Background: an optimization exercise with open tools, aiming at small area, a short achievable clock period and few clock cycles per item. Do not read the settings as production practice. Where RTL was checked, it was by simulation tests only, not by an equivalence proof against the original. Power is estimated from default activity; no workload was simulated.

==> run a: inputs <==
// lg_encoder
module lg_encoder (
    input  wire        clk,
    input  wire        rst,
    input  wire        in_valid,
    output wire        in_ready,
    input  wire [63:0] in_word,
    output wire        out_valid,
    input  wire        out_ready,
    output wire [63:0] out_word,
    output wire [2:0]  out_code,
    output wire        out_last
);
    localparam [1:0] T_ZERO = 2'b00, T_REPEAT = 2'b01, T_DELTA = 2'b10, T_LIT = 2'b11;
    localparam [1:0] M_ZERO = 2'd0, M_COMP = 2'd1, M_RAW = 2'd2;
    reg  [63:0] in_r;
    reg         in_v;
    reg  [63:0] prev;          
    reg  [4:0]  wt;            
    reg         tg_v;          
    reg  [1:0]  tg;            
    reg  [15:0] tg_d;          
    reg         tg_last;       
    reg  [4:0]  wp_n;          
    reg  [8:0]  pbytes;        
    reg         allz;          
    reg         hasd;          
    reg  [4:0]  dpos;          
    reg  [63:0] hdr_acc;       
    reg  [63:0] acc;           
    reg  [3:0]  an;            
    reg         flush;         
    reg  [63:0] mem [0:31];
    reg  [4:0]  wp;
    reg  [31:0] rsel;          
    reg  [5:0]  cnt;           
    reg         q_v;
    reg  [1:0]  q_mode;
    reg  [2:0]  q_code;
    reg  [63:0] q_hdr;
    reg  [5:0]  q_nb;          
    reg  [4:0]  q_last;        
    reg         q_hd;
    reg  [4:0]  q_d;
    reg         cur_v;
    reg  [1:0]  cur_mode;
    reg  [4:0]  k;             
    reg  [5:0]  cur_nb;
    reg  [4:0]  cur_last;
    reg         cur_hd;
    reg  [4:0]  cur_d;
    reg  [63:0] ob;
    reg         ob_v;
  ...
export LEC_CHECK = 0
export ABC_CLOCK_PERIOD_IN_PS = 3000
export CAP_MARGIN = 20
export CORE_MARGIN = 2
export CORE_UTILIZATION = 60
export SETUP_SLACK_MARGIN = 5
export SLEW_MARGIN = 20
create_clock -name core_clock -period 10.0 [get_ports {clk}]
run.sh (not shown) runs the stock make flow with config.mk's settings and CLKGATE_MAP_FILE= SYNTH_SCRIPT=/design/flow/synth_recipe.tcl, a recipe that flattens the netlist after the stock synthesis.
==> run b: changes against run a <==
--- a/flow/design.v
+++ b/flow/design.v
@@ -11,28 +11,25 @@
     output wire        out_last
 );
     localparam [1:0] T_ZERO = 2'b00, T_REPEAT = 2'b01, T_DELTA = 2'b10, T_LIT = 2'b11;
     localparam [1:0] M_ZERO = 2'd0, M_COMP = 2'd1, M_RAW = 2'd2;
     reg  [63:0] in_r;
     reg         in_v;
     reg  [63:0] prev;          
-    reg  [4:0]  wt;            
-    reg         tg_v;          
-    reg  [1:0]  tg;            
-    reg  [15:0] tg_d;          
-    reg         tg_last;       
-    reg  [4:0]  wp_n;          
+    reg  [4:0]  wc;            
     reg  [8:0]  pbytes;        
     reg         allz;          
     reg         hasd;          
     reg  [4:0]  dpos;          
     reg  [63:0] hdr_acc;       
     reg  [63:0] acc;           
     reg  [3:0]  an;            
     reg         flush;         
+    reg  [63:0] wbuf;
+    reg         wbuf_v;
     reg  [63:0] mem [0:31];
     reg  [4:0]  wp;
     reg  [31:0] rsel;          
     reg  [5:0]  cnt;           
     reg         q_v;
     reg  [1:0]  q_mode;
     reg  [2:0]  q_code;
@@ -49,17 +46,15 @@
     reg         cur_hd;
     reg  [4:0]  cur_d;
     reg  [63:0] ob;
     reg         ob_v;
     reg  [2:0]  ob_code;
     reg         ob_last;
     reg  [47:0] pb;            
-    wire        adv = !(flush && q_v) && ((cnt != 6'd32) || (flush && an == 4'd0));
-    assign in_ready = adv;
-    wire        first = (wt == 5'd0);
+    wire        first = (wc == 5'd0);
     wire [63:0] a = in_r;
     wire [63:0] b = prev;
     wire        is_zero = (a == 64'd0);
     wire        is_eq   = (a == b);
     wire [48:0] ah = a[63:15];
     wire [48:0] bh = b[63:15];
     wire        brw = (a[14:0] < b[14:0]);
@@ -81,94 +76,91 @@
     reg  [1:0]  tag;
     always @(*) begin
         if (is_zero)                  tag = T_ZERO;
         else if (!first && is_eq)     tag = T_REPEAT;
         else if (first ? small_f : small_n) tag = T_DELTA;
         else                          tag = T_LIT;
     end
-    wire        take = adv && tg_v;
-    wire [3:0]  plen = !tg_v ? 4'd0 : (tg == T_LIT) ? 4'd8 : (tg == T_DELTA) ? 4'd2 : 4'd0;
-    wire [63:0] pay  = plen[3] ? prev : plen[1] ? {48'd0, tg_d} : 64'd0;
+    wire        can_write = (cnt != 6'd32);
+    wire        adv = !(wbuf_v && !can_write) && !(flush && q_v);
+    assign in_ready = adv;
+    wire        take = adv && in_v;                   
+    wire [3:0]  plen = !take ? 4'd0 : (tag == T_LIT) ? 4'd8 : (tag == T_DELTA) ? 4'd2 : 4'd0;
+    wire [63:0] pay  = plen[3] ? a : plen[1] ? {48'd0, dlt} : 64'd0;
     reg  [127:0] comb;
     always @(*) begin
         case (an)
             4'd0:    comb = {64'd0, pay};
             4'd2:    comb = {48'd0, pay, acc[15:0]};
             4'd4:    comb = {32'd0, pay, acc[31:0]};
             4'd6:    comb = {16'd0, pay, acc[47:0]};
             default: comb = {pay, acc};
         endcase
     end
     wire [4:0]  ctot = {1'b0, an} + {1'b0, plen};
-    wire        full8 = (ctot >= 5'd8);
-    wire        emit = adv && (flush ? (an != 4'd0) : full8);
-    wire [63:0] emit_beat = flush ? acc : comb[63:0];
+    wire        do_flush = flush && (an != 4'd0);
+    wire        emit = adv && (do_flush || ctot >= 5'd8);
+    wire [63:0] emit_beat = do_flush ? acc : comb[63:0];
     wire        raw_g  = (pbytes > 9'd248);
     wire [2:0]  nsec   = (pbytes <= 9'd56) ? 3'd1 : (pbytes <= 9'd120) ? 3'd2 :
                          (pbytes <= 9'd184) ? 3'd3 : 3'd4;
     wire [5:0]  nbeats = pbytes[8:3] + {5'd0, pbytes[2:0] != 3'd0};
     always @(posedge clk) begin
+        if (adv) in_r <= in_word;
+        if (take) prev <= a;
+        if (take) hdr_acc <= {tag, hdr_acc[63:2]};
         if (adv) begin
-            in_r <= in_word;
-            if (in_v) begin
-                prev <= a;
-                tg   <= tag;
-                tg_d <= dlt;
-                tg_last <= (wt == 5'd31);
-            end
-        end
-        if (take) hdr_acc <= {tg, hdr_acc[63:2]};
-        if (adv) begin
-            if (flush)
+            if (do_flush) begin
                 acc <= pay;
-            else if (full8)
+            end else if (ctot >= 5'd8) begin
                 acc <= comb[127:64];
-            else
+            end else begin
                 acc <= comb[63:0];
-        end
-        if (emit) mem[wp] <= emit_beat;
+            end
+        end
+        if (emit) wbuf <= emit_beat;
+        if (wbuf_v && can_write) mem[wp] <= wbuf;
     end
     always @(posedge clk) begin
         if (rst) begin
             in_v   <= 1'b0;
-            wt     <= 5'd0;
-            tg_v   <= 1'b0;
-            wp_n   <= 5'd0;
+            wc     <= 5'd0;
             pbytes <= 9'd0;
             allz   <= 1'b1;
             hasd   <= 1'b0;
             an     <= 4'd0;
             flush  <= 1'b0;
+            wbuf_v <= 1'b0;
             wp     <= 5'd0;
         end else begin
             if (adv) begin
-                in_v <= in_valid;
-                tg_v <= in_v;
-                if (in_v) wt <= wt + 5'd1;
-                flush <= take && tg_last;
-                if (flush)
+                in_v  <= in_valid;
+                flush <= take && (wc == 5'd31);
+                if (do_flush)
                     an <= plen;
-                else if (full8)
+                else if (ctot >= 5'd8)
                     an <= ctot[3:0] - 4'd8;
                 else
                     an <= ctot[3:0];
             end
+            if (adv) wbuf_v <= emit;
+            else if (can_write) wbuf_v <= 1'b0;
             if (flush && adv) begin
                 pbytes <= {5'd0, plen};
-                allz   <= !take || tg == T_ZERO;
-                hasd   <= take && tg == T_DELTA;
+                allz   <= !take || is_zero;
+                hasd   <= take && tag == T_DELTA;
                 dpos   <= 5'd0;
-                wp_n   <= take ? 5'd1 : 5'd0;
+                wc     <= take ? 5'd1 : 5'd0;
             end else if (take) begin
                 pbytes <= pbytes + {5'd0, plen};
-                if (tg != T_ZERO) allz <= 1'b0;
-                if (tg == T_DELTA) begin hasd <= 1'b1; dpos <= wp_n; end
-                wp_n <= wp_n + 5'd1;
-            end
-            if (emit) wp <= wp + 5'd1;
+                if (!is_zero) allz <= 1'b0;
+                if (tag == T_DELTA) begin hasd <= 1'b1; dpos <= wc; end
+                wc <= wc + 5'd1;
+            end
+            if (wbuf_v && can_write) wp <= wp + 5'd1;
         end
     end
     reg [63:0] rd;
     integer r;
     always @(*) begin
         rd = 64'd0;
         for (r = 0; r < 32; r = r + 1)
@@ -180,36 +172,30 @@
     wire [5:0]  s_nb     = from_q ? q_nb : cur_nb;
     wire [4:0]  s_last   = from_q ? q_last : cur_last;
     wire        s_hd     = from_q ? q_hd : cur_hd;
     wire [4:0]  s_d      = from_q ? q_d : cur_d;
     wire        nx_avail = cur_v || q_v;
     wire        raw_at    = s_hd && (s_k == s_d);
     wire        raw_after = s_hd && (s_k > s_d);
-    wire        k0     = (s_k == 5'd0);
-    wire [16:0] lo_sum = {1'b0, k0 ? 16'd0 : ob[15:0]} + {1'b0, rd[15:0]};
-    wire [47:0] hi_inc = ob[63:16] + 48'd1;
-    wire [47:0] hi_dec = ob[63:16] - 48'd1;
-    wire [47:0] hi_sum = k0 ? {48{rd[15]}} :
-                         (rd[15] == lo_sum[16]) ? ob[63:16] :
-                         rd[15] ? hi_dec : hi_inc;
-    wire [63:0] dsum   = {hi_sum, lo_sum[15:0]};
-    wire        comp_mem  = !k0 && ({1'b0, s_k} <= s_nb);
+    wire [63:0] prevw     = (s_k == 5'd0) ? 64'd0 : ob;
+    wire [63:0] dsum      = prevw + {{48{rd[15]}}, rd[15:0]};
+    wire        comp_mem  = (s_k != 5'd0) && ({1'b0, s_k} <= s_nb);
     reg  [63:0] nx_word;
     reg         nx_read;
     always @(*) begin
         nx_read = 1'b0;
         case (s_mode)
             M_RAW: begin
                 nx_read = 1'b1;
                 if (raw_at)         nx_word = dsum;
                 else if (raw_after) nx_word = {rd[15:0], pb};
                 else                nx_word = rd;
             end
             M_COMP: begin
-                if (k0)             nx_word = q_hdr;
+                if (s_k == 5'd0)    nx_word = q_hdr;
                 else if (comp_mem) begin nx_word = rd; nx_read = 1'b1; end
                 else                nx_word = 64'd0;
             end
             default:                nx_word = 64'd0;
         endcase
     end
     wire load = (!ob_v || out_ready) && nx_avail;
@@ -260,15 +246,15 @@
                     cur_v <= 1'b1;
                     k     <= s_k + 5'd1;
                 end
             end
             if (flush && adv) q_v <= 1'b1;
             else if (load && from_q) q_v <= 1'b0;
             if (rdo) rsel <= {rsel[30:0], rsel[31]};
-            cnt <= cnt + {5'd0, emit} - {5'd0, rdo};
+            cnt <= cnt + {5'd0, (wbuf_v && can_write)} - {5'd0, rdo};
         end
     end
     assign out_valid = ob_v;
     assign out_word  = ob;
     assign out_code  = ob_code;
     assign out_last  = ob_last;
 endmodule
ABC_CLOCK_PERIOD_IN_PS = default   (was 3000)
CORE_UTILIZATION = 40   (was 60)
SETUP_SLACK_MARGIN = default   (was 5)
==> run c: changes against run a <==
ABC_CLOCK_PERIOD_IN_PS = default   (was 3000)
==> summary.txt <==
Clock skew: run b is higher than run c (0.0033 ns). Of run a and run b, run a has the higher global-route usage (gap 14 points). Routed wire length: run a is lower than run b (about 3.4%). Against run c, the clock power of run b is higher by about 8%. In sequential share of layout area, run b and run c hardly differ. Run a produced a clean layout. Run c completed without violations. Run b ran to the end with no violations. Between run a and run b, the lower area after synthesis is in run a (gap about 1.8%, measured against run b). In setup slack, run c and run a do not differ. In combinational power, run a and run c hardly differ.
==> figures <==
Status: run c finished clean; run b finished clean; run a finished clean
Share of Yosys cell area claimed by the top area cell type: run c 72.4%; run b 72.4%; run a 72.4%
Fraction of synthesized cell area in xor and xnor cells: run c 1.27%; run b 1.27%; run a 1.27%
EDFF count, synth: run c 2,545; run b 2,590; run a 2,545
Capture instance of the worst register-to-register path: run c ob[52]$_DFFE_PP_; run b acc[37]$_DFFE_PP_; run a ob[52]$_DFFE_PP_
CTS buffer count: run c 278; run b 284; run a 278
Met2 Track Usage GR: run c 60.3%; run b 43.9%; run a 60.3%
Post-synth cell types: run c 89; run b 94; run a 89
Combined global-route utilization of all metal layers: run c 41.8%; run b 28.2%; run a 41.8%
Gate count after technology mapping: run c 6,912; run b 6,997; run a 6,912
Slew at the pin closest to its max-slew limit: run c 1.18 ns; run b 1.24 ns; run a 1.18 ns
Die outline area: run c 179,000 sq um; run b 273,000 sq um; run a 179,000 sq um
Initial core utilization: run c 60.6%; run b 40.2%; run a 60.6%
CP peak stage delay: run c 0.55 ns; run b 0.73 ns; run a 0.55 ns
Req. time, crit path: run c 10.61 ns; run b 10.57 ns; run a 10.61 ns
Vias post-DR: run c 72,700; run b 71,900; run a 72,700
Capturing instance or port of the critical path: run c ob[52]$_DFFE_PP_; run b acc[37]$_DFFE_PP_; run a ob[52]$_DFFE_PP_
Worst setup slack after layout: run c 4.98 ns; run b 2.91 ns; run a 4.98 ns
Testbench counts of run b, summed over its fixed seeds: cycles 77,046, groups 2,400.
For run a and run c, only the layout was checked, not whether the RTL still works.

---

==> branch quartz: inputs <==
lg_encoder, a different RTL version from the one above (not shown whole).
clock: 10.0 ns
lec_check: 0
cap_margin: 30
core_margin: 2
core_utilization: 45
cts_cluster_diameter: 80
cts_cluster_size: 24
slew_margin: 30
standard.sh (not shown) runs the stock make flow with config.mk's settings and CLKGATE_MAP_FILE= SYNTH_SCRIPT=/design/flow/synth_recipe.tcl, a recipe that flattens the netlist after the stock synthesis.
==> flow/flow/run.sh <==
#!/bin/bash
# The standard layout, with timing repair aiming for 7.0 ns of setup slack
# (a 3.0 ns clock) instead of ORFS's default. Make's output goes to flow.log;
# each ORFS step keeps its own log under orfs/logs/.
set -euo pipefail
bash standard.sh SETUP_SLACK_MARGIN=7.0 finish > flow.log 2>&1
==> branch sierra (differences from branch quartz) <==
--- a/flow/design.v
+++ b/flow/design.v
@@ -12,15 +12,14 @@
 );
     localparam [1:0] T_ZERO = 2'b00, T_REPEAT = 2'b01, T_DELTA = 2'b10, T_LIT = 2'b11;
     localparam [1:0] M_ZERO = 2'd0, M_COMP = 2'd1, M_RAW = 2'd2;
     reg  [63:0] in_r;
     reg         in_v;
     reg  [63:0] prev;          
     reg  [4:0]  wt;            
-    reg         first;         
     reg         tg_v;          
     reg  [1:0]  tg;            
     reg  [15:0] tg_d;          
     reg         tg_last;       
     reg  [1:0]  tg_c;          
     reg  [4:0]  wp_n;          
     reg  [8:0]  pbytes;        
@@ -61,14 +60,15 @@
     reg         ob_v;
     reg  [2:0]  ob_code;
     reg         ob_last;
     reg  [47:0] pb;            
     reg         adv;
     reg         in_ready_r;
     assign in_ready = in_ready_r;
+    wire        first = (wt == 5'd0);
     wire [63:0] a = in_r;
     wire [63:0] b = prev;
     wire        is_zero = (a == 64'd0);
     wire        is_eq   = (a == b);
     wire [48:0] ah = a[63:15];
     wire [48:0] bh = b[63:15];
     wire        brw = (a[14:0] < b[14:0]);
@@ -149,30 +149,28 @@
         end
         if (wok) mem[wp] <= emit_beat;
     end
     always @(posedge clk) begin
         if (rst) begin
             in_v   <= 1'b0;
             wt     <= 5'd0;
-            first  <= 1'b1;
             tg_v   <= 1'b0;
             wp_n   <= 5'd0;
             pbytes <= 9'd0;
             allz   <= 1'b1;
             hasd   <= 1'b0;
             an     <= 4'd0;
             flush  <= 1'b0;
             hdr_sh <= 1'b0;
             wp     <= 5'd0;
         end else begin
             if (adv) begin
                 in_v <= in_valid && in_ready_r;
                 tg_v <= in_v;
                 if (in_v) wt <= wt + 5'd1;
-                if (in_v) first <= (wt == 5'd31);
                 end
             flush <= flush_n;
             an    <= an_n;
             if (take) begin
                 if (tg_last) begin
                     pbytes <= 9'd0;
                     allz   <= 1'b1;
==> flow/flow/run.sh (replaced) <==
#!/bin/bash
# The standard layout, with timing repair aiming for 6.8 ns of setup slack
# (a 3.2 ns clock) instead of ORFS's default. Make's output goes to flow.log;
# each ORFS step keeps its own log under orfs/logs/.
set -euo pipefail
bash standard.sh SETUP_SLACK_MARGIN=6.8 finish > flow.log 2>&1
==> flow/config.mk (replaced) <==
export PLATFORM = sky130hd
export DESIGN_NAME = lg_encoder
export DESIGN_NICKNAME = lg_encoder
export VERILOG_FILES = /design/flow/design.v
export SDC_FILE = /design/flow/constraint.sdc
export NUM_CORES = 4
export LEC_CHECK = 0
export CAP_MARGIN = 30
export CORE_MARGIN = 2
export CORE_UTILIZATION = 58
export CTS_CLUSTER_DIAMETER = 70
export CTS_CLUSTER_SIZE = 26
export GPL_TIMING_DRIVEN = 0
export SLEW_MARGIN = 30
==> comparison <==
- Register-to-register slack: branch quartz is higher than branch sierra (0.45 ns).
- Between branch quartz and branch sierra, the lower power is in branch quartz (gap 2.1%, measured against branch sierra).
- In branch quartz the worst setup slack is higher than in branch sierra, by 0.45 ns.
- In branch sierra the cell area is higher than in branch quartz, by 5.3%.
- Against branch sierra, the synthesized cell count of branch quartz is larger by 0.32%.
- Between branch sierra and branch quartz, the lower fmax is in branch sierra (gap about 11%, measured against branch quartz).
- Of branch sierra and branch quartz, branch sierra has the higher routed wire length (gap about 7%, measured against branch quartz).
- Of branch sierra and branch quartz, branch sierra has the higher via count (gap about 5%, measured against branch quartz).
- Between branch sierra and branch quartz, the lower synthesized area is in branch sierra (gap about 0.27%, measured against branch quartz).
==> figures <==
Run status: branch quartz no timing/DRC/antenna violations; branch sierra no timing/DRC/antenna violations
Final Net Count: branch quartz 7,461; branch sierra 7,807
Placed standard-cell area: branch quartz 110,200 sq um; branch sierra 117,700 sq um
Number of fill cells: branch quartz 18,364; branch sierra 10,981
Number of logic inverters in the finished layout: branch quartz 73; branch sierra 86
Number of global-route vias before repair: branch quartz 66,699; branch sierra 69,662
Portion of total power attributed to sequential cells: branch quartz 61.9%; branch sierra 60.7%
Critical path's largest stage delay: branch quartz 0.45 ns; branch sierra 0.54 ns
Combinational group share of total power: branch quartz 5.2%; branch sierra 5.3%
Post-synthesis instance area: branch quartz 104,200 sq um; branch sierra 103,900 sq um
Number of tap instances: branch quartz 3,026; branch sierra 2,355
Grt met3 use: branch quartz 10.26%; branch sierra 20.19%
Proportion of netlist area held by the largest area contributor: branch quartz 72.56%; branch sierra 72.76%
Flip-flop and latch count: branch quartz 2,615; branch sierra 2,614
CTS clock-pin slew for the worst setup and hold paths: branch quartz 0.09 ns; branch sierra 0.10 ns
Number of inserted diodes: branch quartz 12; branch sierra 34
Worst-margin pin slew: branch quartz 1.104 ns; branch sierra 1.092 ns
P_clk: branch quartz 6.43 mW; branch sierra 6.81 mW
Gr usage total: branch quartz 34.64%; branch sierra 49.12%
Testbench counts of branch sierra, summed over its fixed seeds: cycles 77,008, groups 2,400.
No functional check of the RTL was part of branch quartz.

[afterwards: timing with drivers on the ports]
No port has a modelled driver above. Below, the same layouts with a new extraction and two added sets of constraints.
Step 1, drivers: a clkbuf_16 drives clk and a buf_2 each remaining input, both assumed.
Step 2 times the ports against the registers' clock, not the clock port: input delays grow and output delays shrink by t, the midpoint of the rising clock arrivals with the driver on.
Three values: ideal, step 1, step 2; two values: the first two.
| run | t, ns | slack for setup (ns) | worst register clock-pin slew, ns | worst data-port slew with drivers (ns) | pins driven straight from the clock port |
|---|---|---|---|---|---|
| run a | 1.007 | 4.981 / 4.981 / 4.776 | 0.07 / 0.07 | 0.04 | 1 |
| run b | 0.944 | 2.905 / 2.905 / 2.905 | 0.07 / 0.07 | 0.09 | 1 |
| run c | 1.007 | 4.981 / 4.981 / 4.776 | 0.07 / 0.07 | 0.04 | 1 |
| branch quartz | 0.951 | 6.461 / 6.371 / 5.562 | 0.10 / 0.10 | 0.12 | 1 |
| branch sierra | 0.944 | 6.007 / 6.007 / 5.237 | 0.11 / 0.11 | 0.07 | 1 |
After both steps every run listed still meets setup and hold. The setup slack of branch quartz, which loses most, moves by -0.090 ns with the drivers and by -0.899 ns with both steps.
